Source: an optimization exercise on an open RTL-to-GDS flow (aim: small area, a short achievable clock period and few clock cycles). Production flows keep margins and buffers that such runs may drop.
The RTL was checked by simulation tests, not by an equivalence proof against the original design.

==> job 3419: inputs <==
Design loop_sample_unit, start of the top module:
module loop_sample_unit (
    input  wire        clk,
    input  wire        rst,
    input  wire        start,
    input  wire        first,
    input  wire        restart,
    input  wire [31:0] pv_raw,
    input  wire [31:0] target,
    output wire        ready,
    output reg         done,
    output reg  [31:0] out_val,
    output reg         limited,
    output reg  [4:0]  sat_cnt,
    output reg         mem_re,
    output reg  [6:0]  mem_raddr,
    input  wire [31:0] mem_rdata,
    output reg         mem_we,
    output reg  [6:0]  mem_waddr,
    output reg  [31:0] mem_wdata
);
Settings: LEC_CHECK=0, CAP_MARGIN=20, CORE_MARGIN=2, CORE_UTILIZATION=40, PLACE_DENSITY=0.6, SLEW_MARGIN=20; clock period 25.0 ns.
standard.sh (not shown) runs the stock make flow with config.mk's settings and CLKGATE_MAP_FILE= SYNTH_SCRIPT=/design/flow/synth_recipe.tcl, a recipe that flattens the netlist after the stock synthesis.
==> flow/flow/run.sh <==
#!/bin/bash
# Layout flow: the standard synthesis and layout (standard.sh), with timing
# repair aimed below the design's period (a setup margin; the constraints and
# the period are the standard flow's own) and port buffers that drive their pins quickly.
# Each step's full output goes to a log file of its own in the work folder.
set -euo pipefail
bash standard.sh synth > synth.log 2>&1
bash standard.sh SETUP_SLACK_MARGIN=18.6 \
    "BUFFER_PORTS_ARGS=-buffer_cell sky130_fd_sc_hd__buf_2" \
    finish > layout.log 2>&1
==> job 5100 (differences from job 3419) <==
--- a/flow/design.v
+++ b/flow/design.v
@@ -174,14 +174,14 @@
             T_BS1L:  begin nx_addr = baseB + 7'd7; nx_tag = T_BS1H; end
             T_BS1H:  begin nx_addr = baseB + 7'd2; nx_tag = T_BB2; end
             T_BB2:   begin nx_addr = baseB + 7'd4; nx_tag = T_BA2; end
             default: ;
         endcase
         if (phase == P_IDLE) begin
-            nx_addr = accept ? W_T_REF : W_IN_GAIN;
-            nx_tag  = accept ? T_TREF : T_NONE;
+            nx_addr = !accept ? W_IN_GAIN : first ? W_MODE : W_T_REF;
+            nx_tag  = !accept ? T_NONE : first ? T_MODE : T_TREF;
             nx_re   = 1'b1;
         end
     end
     always @(posedge clk) begin
         if (rst) begin
             phase     <= P_IDLE;
@@ -317,13 +317,14 @@
             yd   <= (m2op == O_Y);
             yrd  <= (m2op == O_YR);
         end
     end
     localparam signed [65:0] YS_HI = 66'sh0_0FFF_FFFF_F000_0000;
     localparam signed [65:0] YS_LO = -66'sh0_0FFF_FFFF_D000_0000;
-    wire        m2_tie  = ~|m2_sum[28:0];
+    wire [28:0] m2_zt   = (cs_s[28:0] ^ cs_c[28:0]) ^ {cs_s[27:0] | cs_c[27:0], 1'b0};
+    wire        m2_tie  = ~|m2_zt;
     wire [34:0] m2_rnd  = {m2_sum[63:30], m2_sum[29] & ~m2_tie};
     wire        m2_ysp  = m2_sums > YS_HI;
     wire        m2_ysn  = m2_sums < YS_LO;
     wire [31:0] ycorr_x = ysp_q ? 32'h7FFF_FFFF : ysn_q ? 32'h8000_0001 : xc;
     wire [31:0] ycorr_t = ysp_q ? 32'h7FFF_FFFF : ysn_q ? 32'h8000_0001 : t_q;
     wire        m2_ovf  = !m2_sum[65] & (|m2_sum[64:60]);
@@ -333,13 +334,13 @@
     wire        pv2 = (tag0 == T_INOFS);
     reg  [31:0] xc;                  
     reg  [34:0] diff_q;
     wire signed [32:0] dq33   = diff_q[32:0];
     wire signed [35:0] pv_sum;       
     wire               pv_co;
-    lsu_add36 pvadd (.a({diff_q[34], diff_q}), .b({{4{rd0[31]}}, rd0}), .cin(1'b0), .s(pv_sum), .cout(pv_co));
+    assign {pv_co, pv_sum} = {1'b0, diff_q[34], diff_q} + {1'b0, {4{rd0[31]}}, rd0};
     wire        [31:0] pv_sat = (!pv_sum[35] & (|pv_sum[34:31]))  ? 32'h7FFF_FFFF :
                                 (pv_sum[35] & !(&pv_sum[34:31])) ? 32'h8000_0000 : pv_sum[31:0];
     reg         ramp_q;
     wire        [31:0] ru_base = ru_spdb ? rd1 : (ru_ramp && wsel_q) ? pv_q : ru_ramp ? rd1 : rd0;
     wire        [31:0] ru_tgt  = ru_ul ? xc : t_q;
     wire        [31:0] ru_lim  = ru_ul ? rd3 : rd0;
@@ -349,14 +350,14 @@
     wire        [34:0] ru_hs   = ru_l35 ^ ru_b35 ^ ~ru_t35;
     wire        [34:0] ru_hc   = (ru_l35 & ru_b35) | (ru_l35 & ~ru_t35) | (ru_b35 & ~ru_t35);
     wire        [34:0] ru_ls   = ru_l35 ^ ~ru_b35 ^ ru_t35;
     wire        [34:0] ru_lc   = (ru_l35 & ~ru_b35) | (ru_l35 & ru_t35) | (~ru_b35 & ru_t35);
     wire        [34:0] ru_hi, ru_lo;
     wire               ru_hco, ru_lco;
-    lsu_add35 ruhi (.a(ru_hs), .b({ru_hc[33:0], 1'b0}), .cin(1'b1), .s(ru_hi), .cout(ru_hco));
-    lsu_add35 rulo (.a(ru_ls), .b({ru_lc[33:0], 1'b0}), .cin(1'b1), .s(ru_lo), .cout(ru_lco));
+    assign {ru_hco, ru_hi} = {1'b0, ru_hs} + {1'b0, ru_hc[33:0], 1'b0} + 36'd1;
+    assign {ru_lco, ru_lo} = {1'b0, ru_ls} + {1'b0, ru_lc[33:0], 1'b0} + 36'd1;
     wire               ru_gt   = ru_hi[34];
     wire               ru_lt   = ru_lo[34];
     wire        [31:0] ru_bpl, ru_bml;
     wire               ru_pco, ru_mco;
     lsu_add32 ruadd (.a(ru_base), .b(ru_lim), .cin(1'b0), .s(ru_bpl), .cout(ru_pco));
     lsu_add32 rusub (.a(ru_base), .b(~ru_lim), .cin(1'b1), .s(ru_bml), .cout(ru_mco));
@@ -389,17 +390,17 @@
     wire        [32:0] mm_d;
     wire               mm_co;
     lsu_add33 mmsub (.a({rd0[31], rd0}), .b(~{rd1[31], rd1}), .cin(1'b1), .s(mm_d), .cout(mm_co));
     wire signed [31:0] cl_ur  = rz_q ? xc : diff_q[31:0];
     wire        [32:0] cb_lo, cb_hi;
     wire               cb_lco, cb_hco;
-    lsu_add33 cblo (.a({cl_ur[31], cl_ur}), .b(~{cl_min[31], cl_min}), .cin(1'b1), .s(cb_lo), .cout(cb_lco));
-    lsu_add33 cbhi (.a({cl_max[31], cl_max}), .b(~{cl_ur[31], cl_ur}), .cin(1'b1), .s(cb_hi), .cout(cb_hco));
+    lsu_add33 cblo (.a({diff_q[31], diff_q[31:0]}), .b(~{rd3[31], rd3}), .cin(1'b1), .s(cb_lo), .cout(cb_lco));
+    lsu_add33 cbhi (.a({rd2[31], rd2}), .b(~{diff_q[31], diff_q[31:0]}), .cin(1'b1), .s(cb_hi), .cout(cb_hco));
     wire               cl_blo = rz_q ? xmn_lt : cb_lo[32];
     wire               cl_bhi = rz_q ? xmx_gt : cb_hi[32];
-    wire               cl_eqx = rz_q ? !(xmx_gt | xmx_lt) : (cl_ur == cl_max);
+    wire               cl_eqx = rz_q ? !(xmx_gt | xmx_lt) : (diff_q[31:0] == rd2);
     wire               cl_tmx = cl_blo ? cmm_q : cl_bhi;           
     wire               cl_tmn = cl_blo & !cmm_q;                    
     wire        [31:0] cl_u   = cl_tmx ? cl_max : cl_tmn ? cl_min : cl_ur;
     wire               cl_flg = cl_tmx ? !cl_eqx : cl_tmn;
     wire               cl_dp  = cl_tmx ? xmx_gt : cl_tmn ? xmn_gt : (!rz_q & rlgt_q);
     wire               cl_dn  = cl_tmx ? xmx_lt : cl_tmn ? xmn_lt : (!rz_q & rllt_q);
@@ -470,12 +471,14 @@
         if (pv2)
             pv_q <= pv_sat;
         if (m2op == O_N1 || m2op == O_N1V)
             pv_q <= m2_n[31:0];
         if (tag0 == T_SPDB)
             wsel_q <= first_q | restart_q | exceed;
+        if (ready_q)
+            wsel_q <= first | restart;
         if (tag0 == T_MODE)
             mode_q <= rd0;
         if (sp_now)
             ramp_q <= sp_rnew;
         if (sp_nowdd | m2_isy | yd | cl_now)
             xc <= ({32{sp_nowdd}} & x0) | ({32{m2_isy}} & m2_rnd[31:0]) |
@@ -2194,209 +2197,12 @@
   wire G58 = g0[30] | (p0[30] & G43);
   wire G59 = g0[32] | (p0[32] & G32);
   wire [33:0] c = {G59, G32, G58, G43, G57, G36, G56, G42, G55, G33, G54, G41, G53, G35, G52, G40, G51, G30, G50, G39, G49, G34, G48, G38, G47, G26, G46, G37, G45, G18, G44, G2, G1, cin};
   assign s = p0 ^ c[32:0];
   assign cout = c[33];
 endmodule
-module lsu_add35(input [34:0] a, input [34:0] b, input cin, output [34:0] s, output cout);
-  wire [34:0] p0 = a ^ b;
-  wire [34:0] g0 = a & b;
-  wire G1 = g0[0] | (p0[0] & cin);
-  wire G2 = g0[1] | (p0[1] & G1);
-  wire G3 = g0[3] | (p0[3] & g0[2]);
-  wire P3 = p0[3] & p0[2];
-  wire G4 = g0[5] | (p0[5] & g0[4]);
-  wire P4 = p0[5] & p0[4];
-  wire G5 = g0[7] | (p0[7] & g0[6]);
-  wire P5 = p0[7] & p0[6];
-  wire G6 = g0[9] | (p0[9] & g0[8]);
-  wire P6 = p0[9] & p0[8];
-  wire G7 = g0[11] | (p0[11] & g0[10]);
-  wire P7 = p0[11] & p0[10];
-  wire G8 = g0[13] | (p0[13] & g0[12]);
-  wire P8 = p0[13] & p0[12];
-  wire G9 = g0[15] | (p0[15] & g0[14]);
-  wire P9 = p0[15] & p0[14];
-  wire G10 = g0[17] | (p0[17] & g0[16]);
-  wire P10 = p0[17] & p0[16];
-  wire G11 = g0[19] | (p0[19] & g0[18]);
-  wire P11 = p0[19] & p0[18];
-  wire G12 = g0[21] | (p0[21] & g0[20]);
-  wire P12 = p0[21] & p0[20];
-  wire G13 = g0[23] | (p0[23] & g0[22]);
-  wire P13 = p0[23] & p0[22];
-  wire G14 = g0[25] | (p0[25] & g0[24]);
-  wire P14 = p0[25] & p0[24];
-  wire G15 = g0[27] | (p0[27] & g0[26]);
-  wire P15 = p0[27] & p0[26];
-  wire G16 = g0[29] | (p0[29] & g0[28]);
-  wire P16 = p0[29] & p0[28];
-  wire G17 = g0[31] | (p0[31] & g0[30]);
-  wire P17 = p0[31] & p0[30];
-  wire G18 = g0[33] | (p0[33] & g0[32]);
-  wire P18 = p0[33] & p0[32];
-  wire G19 = G3 | (P3 & G2);
-  wire G20 = G5 | (P5 & G4);
-  wire P20 = P5 & P4;
-  wire G21 = G7 | (P7 & G6);
-  wire P21 = P7 & P6;
-  wire G22 = G9 | (P9 & G8);
-  wire P22 = P9 & P8;
-  wire G23 = G11 | (P11 & G10);
-  wire P23 = P11 & P10;
-  wire G24 = G13 | (P13 & G12);
-  wire P24 = P13 & P12;
-  wire G25 = G15 | (P15 & G14);
-  wire P25 = P15 & P14;
-  wire G26 = G17 | (P17 & G16);
-  wire P26 = P17 & P16;
-  wire G27 = G20 | (P20 & G19);
-  wire G28 = G22 | (P22 & G21);
-  wire P28 = P22 & P21;
-  wire G29 = G24 | (P24 & G23);
-  wire P29 = P24 & P23;
-  wire G30 = G26 | (P26 & G25);
-  wire P30 = P26 & P25;
-  wire G31 = G28 | (P28 & G27);
-  wire G32 = G30 | (P30 & G29);
-  wire P32 = P30 & P29;
-  wire G33 = G32 | (P32 & G31);
-  wire G34 = G29 | (P29 & G31);
-  wire G35 = G21 | (P21 & G27);
-  wire G36 = G23 | (P23 & G31);
-  wire G37 = G25 | (P25 & G34);
-  wire G38 = G4 | (P4 & G19);
-  wire G39 = G6 | (P6 & G27);
-  wire G40 = G8 | (P8 & G35);
-  wire G41 = G10 | (P10 & G31);
-  wire G42 = G12 | (P12 & G36);
-  wire G43 = G14 | (P14 & G34);
-  wire G44 = G16 | (P16 & G37);
-  wire G45 = G18 | (P18 & G33);
-  wire G46 = g0[2] | (p0[2] & G2);
-  wire G47 = g0[4] | (p0[4] & G19);
-  wire G48 = g0[6] | (p0[6] & G38);
-  wire G49 = g0[8] | (p0[8] & G27);
-  wire G50 = g0[10] | (p0[10] & G39);
-  wire G51 = g0[12] | (p0[12] & G35);
-  wire G52 = g0[14] | (p0[14] & G40);
-  wire G53 = g0[16] | (p0[16] & G31);
-  wire G54 = g0[18] | (p0[18] & G41);
-  wire G55 = g0[20] | (p0[20] & G36);
-  wire G56 = g0[22] | (p0[22] & G42);
-  wire G57 = g0[24] | (p0[24] & G34);
-  wire G58 = g0[26] | (p0[26] & G43);
-  wire G59 = g0[28] | (p0[28] & G37);
-  wire G60 = g0[30] | (p0[30] & G44);
-  wire G61 = g0[32] | (p0[32] & G33);
-  wire G62 = g0[34] | (p0[34] & G45);
-  wire [35:0] c = {G62, G45, G61, G33, G60, G44, G59, G37, G58, G43, G57, G34, G56, G42, G55, G36, G54, G41, G53, G31, G52, G40, G51, G35, G50, G39, G49, G27, G48, G38, G47, G19, G46, G2, G1, cin};
-  assign s = p0 ^ c[34:0];
-  assign cout = c[35];
-endmodule
-module lsu_add36(input [35:0] a, input [35:0] b, input cin, output [35:0] s, output cout);
-  wire [35:0] p0 = a ^ b;
-  wire [35:0] g0 = a & b;
-  wire G1 = g0[0] | (p0[0] & cin);
-  wire G2 = g0[1] | (p0[1] & G1);
-  wire G3 = g0[3] | (p0[3] & g0[2]);
-  wire P3 = p0[3] & p0[2];
-  wire G4 = g0[5] | (p0[5] & g0[4]);
-  wire P4 = p0[5] & p0[4];
-  wire G5 = g0[7] | (p0[7] & g0[6]);
-  wire P5 = p0[7] & p0[6];
-  wire G6 = g0[9] | (p0[9] & g0[8]);
-  wire P6 = p0[9] & p0[8];
-  wire G7 = g0[11] | (p0[11] & g0[10]);
-  wire P7 = p0[11] & p0[10];
-  wire G8 = g0[13] | (p0[13] & g0[12]);
-  wire P8 = p0[13] & p0[12];
-  wire G9 = g0[15] | (p0[15] & g0[14]);
-  wire P9 = p0[15] & p0[14];
-  wire G10 = g0[17] | (p0[17] & g0[16]);
-  wire P10 = p0[17] & p0[16];
-  wire G11 = g0[19] | (p0[19] & g0[18]);
-  wire P11 = p0[19] & p0[18];
-  wire G12 = g0[21] | (p0[21] & g0[20]);
-  wire P12 = p0[21] & p0[20];
-  wire G13 = g0[23] | (p0[23] & g0[22]);
-  wire P13 = p0[23] & p0[22];
-  wire G14 = g0[25] | (p0[25] & g0[24]);
-  wire P14 = p0[25] & p0[24];
-  wire G15 = g0[27] | (p0[27] & g0[26]);
-  wire P15 = p0[27] & p0[26];
-  wire G16 = g0[29] | (p0[29] & g0[28]);
-  wire P16 = p0[29] & p0[28];
-  wire G17 = g0[31] | (p0[31] & g0[30]);
-  wire P17 = p0[31] & p0[30];
-  wire G18 = g0[33] | (p0[33] & g0[32]);
-  wire P18 = p0[33] & p0[32];
-  wire G19 = g0[35] | (p0[35] & g0[34]);
-  wire P19 = p0[35] & p0[34];
-  wire G20 = G3 | (P3 & G2);
-  wire G21 = G5 | (P5 & G4);
-  wire P21 = P5 & P4;
-  wire G22 = G7 | (P7 & G6);
-  wire P22 = P7 & P6;
-  wire G23 = G9 | (P9 & G8);
-  wire P23 = P9 & P8;
-  wire G24 = G11 | (P11 & G10);
-  wire P24 = P11 & P10;
-  wire G25 = G13 | (P13 & G12);
-  wire P25 = P13 & P12;
-  wire G26 = G15 | (P15 & G14);
-  wire P26 = P15 & P14;
-  wire G27 = G17 | (P17 & G16);
-  wire P27 = P17 & P16;
-  wire G28 = G19 | (P19 & G18);
-  wire P28 = P19 & P18;
-  wire G29 = G21 | (P21 & G20);
-  wire G30 = G23 | (P23 & G22);
-  wire P30 = P23 & P22;
-  wire G31 = G25 | (P25 & G24);
-  wire P31 = P25 & P24;
-  wire G32 = G27 | (P27 & G26);
-  wire P32 = P27 & P26;
-  wire G33 = G30 | (P30 & G29);
-  wire G34 = G32 | (P32 & G31);
-  wire P34 = P32 & P31;
-  wire G35 = G34 | (P34 & G33);
-  wire G36 = G31 | (P31 & G33);
-  wire G37 = G22 | (P22 & G29);
-  wire G38 = G24 | (P24 & G33);
-  wire G39 = G26 | (P26 & G36);
-  wire G40 = G28 | (P28 & G35);
-  wire G41 = G4 | (P4 & G20);
-  wire G42 = G6 | (P6 & G29);
-  wire G43 = G8 | (P8 & G37);
-  wire G44 = G10 | (P10 & G33);
-  wire G45 = G12 | (P12 & G38);
-  wire G46 = G14 | (P14 & G36);
-  wire G47 = G16 | (P16 & G39);
-  wire G48 = G18 | (P18 & G35);
-  wire G49 = g0[2] | (p0[2] & G2);
-  wire G50 = g0[4] | (p0[4] & G20);
-  wire G51 = g0[6] | (p0[6] & G41);
-  wire G52 = g0[8] | (p0[8] & G29);
-  wire G53 = g0[10] | (p0[10] & G42);
-  wire G54 = g0[12] | (p0[12] & G37);
-  wire G55 = g0[14] | (p0[14] & G43);
-  wire G56 = g0[16] | (p0[16] & G33);
-  wire G57 = g0[18] | (p0[18] & G44);
-  wire G58 = g0[20] | (p0[20] & G38);
-  wire G59 = g0[22] | (p0[22] & G45);
-  wire G60 = g0[24] | (p0[24] & G36);
-  wire G61 = g0[26] | (p0[26] & G46);
-  wire G62 = g0[28] | (p0[28] & G39);
-  wire G63 = g0[30] | (p0[30] & G47);
-  wire G64 = g0[32] | (p0[32] & G35);
-  wire G65 = g0[34] | (p0[34] & G48);
-  wire [36:0] c = {G40, G65, G48, G64, G35, G63, G47, G62, G39, G61, G46, G60, G36, G59, G45, G58, G38, G57, G44, G56, G33, G55, G43, G54, G37, G53, G42, G52, G29, G51, G41, G50, G20, G49, G2, G1, cin};
-  assign s = p0 ^ c[35:0];
-  assign cout = c[36];
-endmodule
 module lsu_add65(input [64:0] a, input [64:0] b, input cin, output [64:0] s, output cout);
   wire [64:0] p0 = a ^ b;
   wire [64:0] g0 = a & b;
   wire G1 = g0[0] | (p0[0] & cin);
   wire G2 = g0[1] | (p0[1] & G1);
   wire G3 = g0[3] | (p0[3] & g0[2]);
==> flow_summary.ini <==
[cells_and_area]
inverters = 1158
nNonClkBuffers = 491
multi_input_area_share = 0.603

[floorplan]
core-area_um2 = 197000
die-height_um = 448

[yosys]
ys_types = 88

[drt]
drt_wl_total_mm = 407

[outcome]
outcome = timing/DRC/antenna clean

[global_route]
use_met2 = 0.563

[sta]
finalCritPeriodShare = 0.259
[end of results for job 3419]
==> flow_summary.ini <==
[outcome]
outcome = timing/DRC/antenna clean

[floorplan]
core-area_um2 = 197000
rows = 163

[global_route]
grt_overflow = 0
grt_pass1_wl_mm = 585
grt_antenna_before_repair = 54
grt_usage = 0.416

[cells_and_area]
nNonClkBuffers = 537
stdcell_area_um2 = 88500
inverters = 1141
fillers = 19000
multi_input_area_share = 0.599

[yosys]
synth-edff-count = 384
synth_ff_type = dfxtp_1
ys_types = 96
syn_nets = 9842

[sta]
fmax_mhz = 154
finalCritPeriodShare = 0.259

[setup_path]
reg2reg_slack_ns = 18.53
end_kind = flip-flop

[drt]
drt_wl_total_mm = 431
[end of results for job 5100]
Testbench counts of job 3419, summed over its fixed seeds: cycles 13,455.
Testbench counts of job 5100, summed over its fixed seeds: cycles 13,377.

## afterwards: timing with drivers on the ports
The results above use ideal ports. As a check the final layouts listed here were re-extracted and re-timed, cells and wires unchanged.
Step 1 (the two cells are an assumption about what drives the block):
set clk [get_ports {clk}]
set_driving_cell -lib_cell sky130_fd_sc_hd__clkbuf_16 $clk
set_driving_cell -lib_cell sky130_fd_sc_hd__buf_2 [delete_from_list [all_inputs] $clk]
Step 2 adds t to the input delays and takes it off the output delays; t is the mean of the earliest and latest rising clock arrival at the registers after step 1. Input paths then give back, and output paths get back, about the clock's delay inside the block.
Slacks: no drivers / after step 1 / after step 2; pairs: no drivers / after step 1.
run | t (ns) | slack for setup (ns) | hold WS [ns] | slew at the worst register clock pin (ns) | pins driven straight from the clock port
job 3419 | 0.855 | 18.533 / 18.465 / 18.029 | 0.312 / 0.312 / 0.312 | 0.08 / 0.08 | 1
job 5100 | 0.879 | 18.526 / 18.462 / 17.971 | 0.323 / 0.323 / 0.323 | 0.07 / 0.07 | 1
After both steps setup and hold are still met in every run listed. The setup slack of job 5100, which loses most, moves by -0.064 ns with the drivers and by -0.555 ns with both steps.
